This is an optimization exercise on Yosys and OpenROAD, whose aim is small area, a short achievable clock period and few clock cycles per item, not a production implementation.
Function was checked by simulation only, so behaviour that the tests miss may differ from the original.

==> flow/design.v (excerpt) <==
module codec_residue_coder (
    input  wire        clk,
    input  wire        rst,           
    input  wire        in_valid,
    output wire        in_ready,
    input  wire        in_first,      
    input  wire [1:0]  in_kind,       
    input  wire [2:0]  in_near,       
    input  wire        in_pred_ext,   
    input  wire [15:0] in_p,
    input  wire [15:0] in_x,
    input  wire [15:0] in_a,
    input  wire [15:0] in_b,
    input  wire [15:0] in_c,
    input  wire [15:0] in_d,
    output reg         out_valid,
    input  wire        out_ready,
    output wire [15:0] out_xr,        
    output wire [31:0] out_code,      
    output wire [5:0]  out_len        
);
Size: ~6,900 cells after synthesis, about 160 I/O pins.
==> flow/config.mk <==
export PLATFORM = sky130hd
export DESIGN_NAME = codec_residue_coder
export DESIGN_NICKNAME = codec_residue_coder
export VERILOG_FILES = /design/flow/design.v
export SDC_FILE = /design/flow/constraint.sdc
export NUM_CORES = 4
export LEC_CHECK = 0
export ABC_AREA = 1
export CAP_MARGIN = 10
export CORE_MARGIN = 2
export CORE_UTILIZATION = 65
export CTS_BUF_LIST = sky130_fd_sc_hd__clkbuf_16
export CTS_CLUSTER_DIAMETER = 70
export CTS_CLUSTER_SIZE = 30
export PLACE_DENSITY = 0.7
export SLEW_MARGIN = 10
export BUFFER_PORTS_ARGS = -buffer_cell sky130_fd_sc_hd__buf_2
==> flow/constraint.sdc <==
create_clock -name core_clock -period 62.0 [get_ports {clk}]
set_input_delay 12.4000 -clock core_clock [delete_from_list [all_inputs] [get_ports {clk}]]
set_output_delay 12.4000 -clock core_clock [all_outputs]
set_load 0.01 [all_outputs]
standard.sh (not shown) runs the stock make flow with config.mk's settings and CLKGATE_MAP_FILE= SYNTH_SCRIPT=/design/flow/synth_recipe.tcl, a recipe that flattens the netlist after the stock synthesis.
==> flow/flow/run.sh <==
#!/bin/bash
# The standard layout, with the port buffers placed as buf_2 cells instead of the
# resizer's default pick (a slow clkdlybuf4s50_1 delay cell). Everything else, synthesis
# included, is standard.sh unchanged.
set -euo pipefail
cd "$(dirname "$0")/.."
echo 'export BUFFER_PORTS_ARGS = -buffer_cell sky130_fd_sc_hd__buf_2' >> config.mk
bash standard.sh > standard.log 2>&1
The starting point went through all stages and came out clean.
Testbench counts at the start, summed over its fixed seeds: cycles 99,268, items 99,228.
==> next run, changes <==
--- a/flow/config.mk
+++ b/flow/config.mk
@@ -13,2 +13,2 @@
-export CTS_CLUSTER_DIAMETER = 70
-export CTS_CLUSTER_SIZE = 30
+export CTS_CLUSTER_DIAMETER = 65
+export CTS_CLUSTER_SIZE = 27
After rerunning:
- final cell count hardly moves
- sequential cell count does not change
- utilization is higher by 0.26 points
- die area is unchanged
- critical path depth is unchanged
- synthesized cell count does not change
- worst setup slack degrades by 0.062 ns
- first-iteration DRC count is lower by 4.4%
- global-route usage is higher by 0.17 points
- final area is higher by 0.37%
==> next run, changes <==
--- a/flow/config.mk
+++ b/flow/config.mk
@@ -9 +9 @@
-export CAP_MARGIN = 10
+export CAP_MARGIN = 5
@@ -11 +11 @@
-export CORE_UTILIZATION = 65
+export CORE_UTILIZATION = 60
@@ -13,4 +13,3 @@
-export CTS_CLUSTER_DIAMETER = 65
-export CTS_CLUSTER_SIZE = 27
-export PLACE_DENSITY = 0.7
-export SLEW_MARGIN = 10
+export CTS_CLUSTER_DIAMETER = 60
+export CTS_CLUSTER_SIZE = 24
+export SLEW_MARGIN = 5
Via count is about the same. Routed wire length came out higher by 2.7%. Register-to-register slack gets worse by 0.38 ns.
==> next run, changes <==
--- a/flow/config.mk
+++ b/flow/config.mk
@@ -9 +9 @@
-export CAP_MARGIN = 5
+export CAP_MARGIN = 10
@@ -11 +11 @@
-export CORE_UTILIZATION = 60
+export CORE_UTILIZATION = 65
@@ -15 +15,2 @@
-export SLEW_MARGIN = 5
+export PLACE_DENSITY = 0.7
+export SLEW_MARGIN = 10
=> The new run passed the timing, DRC and antenna checks; design area drops by 0.50%; worst setup slack stays flat; die area drops by 7.6%; non-clock buffer count climbs by 2; clock-buffer cell count drops by 7.

codec_residue_coder, a different RTL version from the one above (not shown whole).
Size in the first run: about 1,700 flip-flops, roughly 160 I/O pins, roughly 0.080 sq mm of cells after synthesis.
## codec_residue_coder
module codec_residue_coder (
    input  wire        clk,
    input  wire        rst,           
    input  wire        in_valid,
    output wire        in_ready,
    input  wire        in_first,      
    input  wire [1:0]  in_kind,       
    input  wire [2:0]  in_near,       
    input  wire        in_pred_ext,   
    input  wire [15:0] in_p,
    input  wire [15:0] in_x,
    input  wire [15:0] in_a,
    input  wire [15:0] in_b,
    input  wire [15:0] in_c,
    input  wire [15:0] in_d,
    output reg         out_valid,
    input  wire        out_ready,
    output wire [15:0] out_xr,        
    output wire [31:0] out_code,      
    output wire [5:0]  out_len        
);
==> flow/config.mk <==
export PLATFORM = sky130hd
export DESIGN_NAME = codec_residue_coder
export DESIGN_NICKNAME = codec_residue_coder
export VERILOG_FILES = /design/flow/design.v
export SDC_FILE = /design/flow/constraint.sdc
export NUM_CORES = 4
export LEC_CHECK = 0
export ABC_AREA = 1
export CAP_MARGIN = 10
export CORE_MARGIN = 2
export CORE_UTILIZATION = 65
export CTS_BUF_LIST = sky130_fd_sc_hd__clkbuf_16
export CTS_CLUSTER_DIAMETER = 70
export CTS_CLUSTER_SIZE = 30
export PLACE_DENSITY = 0.8
export SLEW_MARGIN = 10
export BUFFER_PORTS_ARGS = -buffer_cell sky130_fd_sc_hd__buf_2
==> flow/constraint.sdc <==
create_clock -name core_clock -period 62.0 [get_ports {clk}]
set_input_delay 12.4000 -clock core_clock [delete_from_list [all_inputs] [get_ports {clk}]]
set_output_delay 12.4000 -clock core_clock [all_outputs]
set_load 0.01 [all_outputs]
Scripts as last shown in full above: flow/flow/run.sh
Testbench counts at the start, summed over its fixed seeds: cycles 99,268, items 99,228.
==> next run, changes <==
- CTS_CLUSTER_DIAMETER: 70 -> 60
- CTS_CLUSTER_SIZE: 30 -> 24
- PLACE_DENSITY: 0.8 -> 0.7
After rerunning: Clock-buffer cell count went up by 25. Via count is about the same.

==> separate check: timing with driven ports <==
The results above use ideal ports. As a check the final layouts listed here were re-extracted and re-timed, cells and wires unchanged. Step 1: set_driving_cell puts a clkbuf_16 on clk and a buf_2 on each other input, an assumption about the parent block. Step 2, shift: input delay + t, output delay - t, t = (earliest + latest rising clock arrival at the registers) / 2. This alone moves slack from input paths to output paths. Slacks: no drivers / after step 1 / after step 2; pairs: no drivers / after step 1.
run	t (ns)	setup WS [ns]	latest minus earliest clock arrival (ns)
the first run of note 1	0.825	48.294 / 48.215 / 47.942	0.090 / 0.091
the second run of note 1	0.846	48.232 / 48.155 / 47.935	0.096 / 0.097
the third run of note 1	0.847	48.308 / 48.227 / 47.971	0.062 / 0.062
the fourth run of note 1	0.841	48.305 / 48.229 / 47.923	0.074 / 0.074
the first run of note 2	0.839	48.270 / 48.205 / 47.487	0.094 / 0.094
the second run of note 2	0.851	48.299 / 48.221 / 47.603	0.080 / 0.080
After both steps setup and hold are still met in every run listed. The setup slack of the first run of note 2, which loses most, moves by -0.065 ns with the drivers and by -0.783 ns with both steps.
